This design comes from an exercise in tuning for small area, a short achievable clock period and few clock cycles per item on the open sky130 flow, not from production work. Only simulation tests tie the RTL to the original design; equivalence was not proved.

## P
Design dz16_rs_dec, start of the top module:
module dz16_rs_dec (
    input             clk,
    input             rst,         
    input             in_valid,
    output            in_ready,
    input      [63:0] in_data,
    output            out_valid,
    input             out_ready,
    output     [63:0] out_data,
    output            out_last,
    output     [1:0]  out_status   
);
Settings: LEC_CHECK=0, CAP_MARGIN=20, CORE_MARGIN=2, CORE_UTILIZATION=40, SETUP_SLACK_MARGIN=5, SLEW_MARGIN=20; clock period 10.0 ns.
standard.sh (not shown) runs the stock make flow with config.mk's settings and CLKGATE_MAP_FILE= SYNTH_SCRIPT=/design/flow/synth_recipe.tcl, a recipe that flattens the netlist after the stock synthesis.
==> flow/flow/run.sh <==
#!/bin/bash
# The standard layout (standard.sh, unchanged synthesis and steps), except
#  - the input and output ports are buffered with buf_2 cells instead of the
#    default port buffer cell;
#  - clock tree synthesis does not add dummy loads to the clock tree leaves,
#    and clusters up to 24 registers (80 um across) per leaf buffer.
# Full make output goes to standard.log; ORFS's per-step logs stay in orfs/logs.
set -uo pipefail
export BUFFER_PORTS_ARGS="-buffer_cell sky130_fd_sc_hd__buf_2"
export CTS_ARGS="-sink_clustering_enable -repair_clock_nets -dont_use_dummy_load -sink_clustering_size 24 -sink_clustering_max_diameter 80"
bash standard.sh > standard.log 2>&1
Looking at the reports, P completed the entire flow and the layout it produced met the timing, design-rule and antenna checks.
Testbench counts of P, summed over its fixed seeds: cycles 17,376, items 1,920.
Input-level comparison between Q and P:
--- a/flow/design.v
+++ b/flow/design.v
@@ -124,17 +124,12 @@
             if (a[4]) to_poly = to_poly ^ 8'h8a;
             if (a[5]) to_poly = to_poly ^ 8'h16;
             if (a[6]) to_poly = to_poly ^ 8'h02;
             if (a[7]) to_poly = to_poly ^ 8'h2d;
         end
     endfunction
-    function [7:0] lanes(input [7:0] z);
-        integer j;
-        for (j = 0; j < 8; j = j + 1)
-            lanes[j] = (z == (8'h80 >> j));
-    endfunction
     function [7:0] zstep(input [7:0] z);
         zstep = gf_mul(z, 8'h1d);
     endfunction
     function [7:0] cinv(input [7:0] a);
         reg [3:0] d, di;
         begin
@@ -524,24 +519,23 @@
     wire       ok1  = rb_ok1 & cmember(x1);
     wire       ok2  = rb_ok2 & cmember(x1) & cmember(x2);
     wire [1:0] c_next_status = rb_clean ? ST_CLEAN : rb_poison ? ST_POISON
                              : (ok1 | ok2) ? ST_CORR : ST_UNCORR;
     reg  [1:0] c_status;
     reg  [7:0] c_z1, c_z2, c_y1, c_y2;
-    reg  [7:0] c_m1, c_m2;      
     wire       load_cur = b_valid & (~cur_valid | (take & (out_beat == 3'd7)));
     assign out_valid  = o_valid & cur_valid;
     assign out_last   = (out_beat == 3'd7);
     assign out_status = c_status;
     reg [63:0] odata;
     integer oj;
     always @* begin
         odata = o_data;
         for (oj = 0; oj < 8; oj = oj + 1) begin
-            if (c_m1[oj]) odata[8*oj +: 8] = odata[8*oj +: 8] ^ c_y1;
-            if (c_m2[oj]) odata[8*oj +: 8] = odata[8*oj +: 8] ^ c_y2;
+            if (c_z1 == (8'h80 >> oj)) odata[8*oj +: 8] = odata[8*oj +: 8] ^ c_y1;
+            if (c_z2 == (8'h80 >> oj)) odata[8*oj +: 8] = odata[8*oj +: 8] ^ c_y2;
         end
         if (c_status[1])
             odata = 64'd0;
     end
     assign out_data = odata;
     integer ri;
@@ -582,21 +576,17 @@
             rb_poison <= r1_poison;
         end
         if (load_cur) begin
             c_status <= c_next_status;
             c_z1     <= to_z(x1);
             c_z2     <= rb_case2 ? to_z(x2) : 8'd0;
-            c_m1     <= lanes(to_z(x1));
-            c_m2     <= rb_case2 ? lanes(to_z(x2)) : 8'd0;
             c_y1     <= to_poly(y1);
             c_y2     <= rb_case2 ? to_poly(y2) : 8'd0;
         end else if (take) begin
             c_z1     <= zstep(c_z1);
             c_z2     <= zstep(c_z2);
-            c_m1     <= lanes(zstep(c_z1));
-            c_m2     <= lanes(zstep(c_z2));
         end
         if (rst) begin
             in_beat   <= 4'd0;
             for (ri = 0; ri < NROW; ri = ri + 1)
                 rvalid[ri] <= 1'b0;
             hdiff     <= 4'd0;
==> comparison <==
- When Q is set beside P, its number of enable flip-flop cells after synthesis turns out to be 16 smaller.
- Measured against each other, Q and P differ in routed length on met1, the lower figure coming from P.
- Between P and Q, worst hold slack decreased.
- Diff P -> Q | share of layout cells above drive strength 1 | increase of 2.2 points
- Q: DRC marker count from the first detailed-route iteration higher than P
- Relative to P, the number of unique standard cell types used by synthesis measured on Q has decreased by a little under 10%.
- Q vs P on area growth from synthesis to layout: Q is the higher one.
- Relative to P, non-clock buffer count has gone up in Q.
- Q vs P, count of clock-buffer cells in the layout went up by 7.
Testbench counts of Q, summed over its fixed seeds: cycles 17,376, items 1,920.

* * *

Setup of old:
Another version of the RTL of dz16_rs_dec (not shown whole).
For scale: ~6100 cells after synthesis, ~140 I/O pins.
==> flow/config.mk <==
export PLATFORM = sky130hd
export DESIGN_NAME = dz16_rs_dec
export DESIGN_NICKNAME = dz16_rs_dec
export VERILOG_FILES = /design/flow/design.v
export SDC_FILE = /design/flow/constraint.sdc
export NUM_CORES = 4
export LEC_CHECK = 0
export CAP_MARGIN = 20
export CORE_MARGIN = 2
export CORE_UTILIZATION = 40
export SLEW_MARGIN = 20
==> flow/constraint.sdc <==
create_clock -name core_clock -period 10.0 [get_ports {clk}]
set_input_delay 2.0000 -clock core_clock [delete_from_list [all_inputs] [get_ports {clk}]]
set_output_delay 2.0000 -clock core_clock [all_outputs]
set_load 0.01 [all_outputs]
run.sh (not shown) runs the stock make flow with config.mk's settings and CLKGATE_MAP_FILE= SYNTH_SCRIPT=/design/flow/synth_recipe.tcl, a recipe that flattens the netlist after the stock synthesis.
Stock flow here: none of the scripts above is used.
Testbench counts of old, summed over its fixed seeds: cycles 17,376, items 1,920.
Input changes introduced in new (baseline for comparison: old):
diff --git a/flow/design.v b/flow/design.v
--- a/flow/design.v
+++ b/flow/design.v
@@ -149,19 +149,19 @@
     reg          a_valid;      
     reg          a2_valid;     
     reg          b_valid;      
     reg          cur_valid;    
     reg  [2:0]   out_beat;
     wire tap_hit   = rvalid[NROW-1] & (rbeat[NROW-1] == out_beat) & (rcw[NROW-1] == out_cw);
     wire offer     = cur_valid & tap_hit;
     wire pop       = offer & out_ready;
     wire is_check  = (in_beat == 4'd8);
-    assign in_ready = is_check ? ~b_valid : (~rvalid[NROW-1] | pop);
+    assign in_ready = (is_check ? ~b_valid : 1'b1) & (~rvalid[NROW-1] | pop);
     wire take      = in_valid & in_ready;
     wire push      = take & ~is_check;
     wire [63:0] sm = (in_beat == 4'd0) ? 64'd0 : synd;
     wire [63:0] synd_next;
     wire sy_t0 = in_data[61] ^ in_data[62];
     wire sy_t1 = in_data[58] ^ sy_t0;
     wire sy_t2 = in_data[52] ^ in_data[53];
     wire sy_t3 = in_data[5] ^ in_data[14];
     wire sy_t4 = in_data[2] ^ in_data[13];
@@ -483,19 +483,19 @@
     assign synd_next[63] = in_data[8] ^ in_data[25] ^ in_data[61] ^ sy_t28 ^ sy_t32 ^ sy_t56 ^ sy_t89 ^ sy_t103 ^ sy_t132 ^ sy_t163 ^ sy_t175;
     wire [7:0] s0 = synd[7:0],   s1 = synd[15:8],  s2 = synd[23:16], s3 = synd[31:24];
     wire [7:0] a_det = cm(s0, s2) ^ csq(s1);
     wire [7:0] a_A   = cm(s0, s3) ^ cm(s1, s2);
     wire [7:0] a_B   = cm(s1, s3) ^ csq(s2);
     wire       a_case2 = (a_det != 8'd0);
     wire [7:0] a_U   = a_case2 ? a_det : s0;
     wire [7:0] a_V   = a_case2 ? a_A : s1;
     wire [7:0] a_W   = a_case2 ? a_B : 8'd0;
-    reg  [63:0] hs;
+    wire [63:0] hs = ring[2];
     reg  [7:0]  r1_U, r1_V, r1_W;
     reg         r1_clean, r1_poison, r1_case2, r1_Anz, r1_S0nz;
     reg  [7:0]  ra_U, ra_V, ra_W, ra_invU, ra_invV;
     reg         ra_clean, ra_poison, ra_case2, ra_Anz, ra_S0nz;
     wire [7:0] b_s0 = hs[7:0],   b_s1 = hs[15:8],  b_s2 = hs[23:16], b_s3 = hs[31:24];
     wire [7:0] b_s4 = hs[39:32], b_s5 = hs[47:40], b_s6 = hs[55:48], b_s7 = hs[63:56];
     wire [7:0] sig1 = cm(ra_V, ra_invU);
     wire [7:0] sig2 = cm(ra_W, ra_invU);
     wire [7:0] rho  = cm(ra_U, ra_invV);
@@ -533,29 +533,29 @@
         if (c_status[1])
             odata = 64'd0;
     end
     assign out_data = odata;
     integer ri;
     always @(posedge clk) begin
         ring[0]  <= push ? in_data : ring[NROW-1];
         rbeat[0] <= push ? in_beat[2:0] : rbeat[NROW-1];
         rcw[0]   <= push ? in_cw : rcw[NROW-1];
+        ring[1]  <= sv ? synd : ring[0];
         for (ri = 1; ri < NROW; ri = ri + 1) begin
-            ring[ri]   <= ring[ri-1];
+            if (ri > 1)
+                ring[ri] <= ring[ri-1];
             rbeat[ri]  <= rbeat[ri-1];
             rcw[ri]    <= rcw[ri-1];
             rvalid[ri] <= rvalid[ri-1];
         end
         rvalid[0] <= push | (rvalid[NROW-1] & ~pop);
         if (take)
             synd <= synd_next;
-        if (sv)
-            hs <= synd;
         r1_U      <= a_U;
         r1_V      <= a_V;
         r1_W      <= a_W;
         r1_clean  <= (synd == 64'd0);
         r1_poison <= (synd == POISON_S);
         r1_case2  <= a_case2;
         r1_Anz    <= (a_A != 8'd0);
         r1_S0nz   <= (s0 != 8'd0);
         ra_U      <= r1_U;
Results
new vs old: post-synth design cell area down by a few percent. Compared with old, new shows a higher antenna cell count. Comparing old and new, fraction of synthesized cell area in xor and xnor cells is lower on old. Looking at clock sink count, new sits 64 below old. Compared with old, new shows design area lower by about 1.8%. Core occupancy in the finished layout: old vs new, no meaningful difference. Global-route wire length before repair of new exceeds that of old by a little under 10%. Against old, number of CTS-inserted buffers in new fell slightly. Compared new vs old, and global-route usage is up in new. new: wire length is 12% higher than what old reported.
Testbench counts of new, summed over its fixed seeds: cycles 17,376, items 1,920.

static timing again, ports no longer ideal:
No port has a modelled driver above. Below, the same layouts with a new extraction and two added sets of constraints.
Step 1 (the two cells are an assumption about what drives the block):
set clk [get_ports {clk}]
set_driving_cell -lib_cell sky130_fd_sc_hd__clkbuf_16 $clk
set_driving_cell -lib_cell sky130_fd_sc_hd__buf_2 [delete_from_list [all_inputs] $clk]
Step 2 moves the port delays by t, midway between the first and last clock arrival at a register: inputs arrive t later, outputs are due t later. That takes back most of the time a late clock gives input paths.
a / b / c = no drivers / after step 1 / after step 2; a / b = the first two.
run	t (ns)	setup WS [ns]	cell pins on the clock port's net
P	0.726	5.074 / 5.044 / 4.515	1
Q	0.736	5.035 / 5.035 / 4.430	1
old	0.795	4.133 / 4.055 / 3.747	1
new	0.800	4.128 / 4.128 / 4.057	1
After both steps every run listed still meets setup and hold. For Q, which loses most, drivers alone change the setup slack by 0.000 ns; drivers and shift together by -0.605 ns.
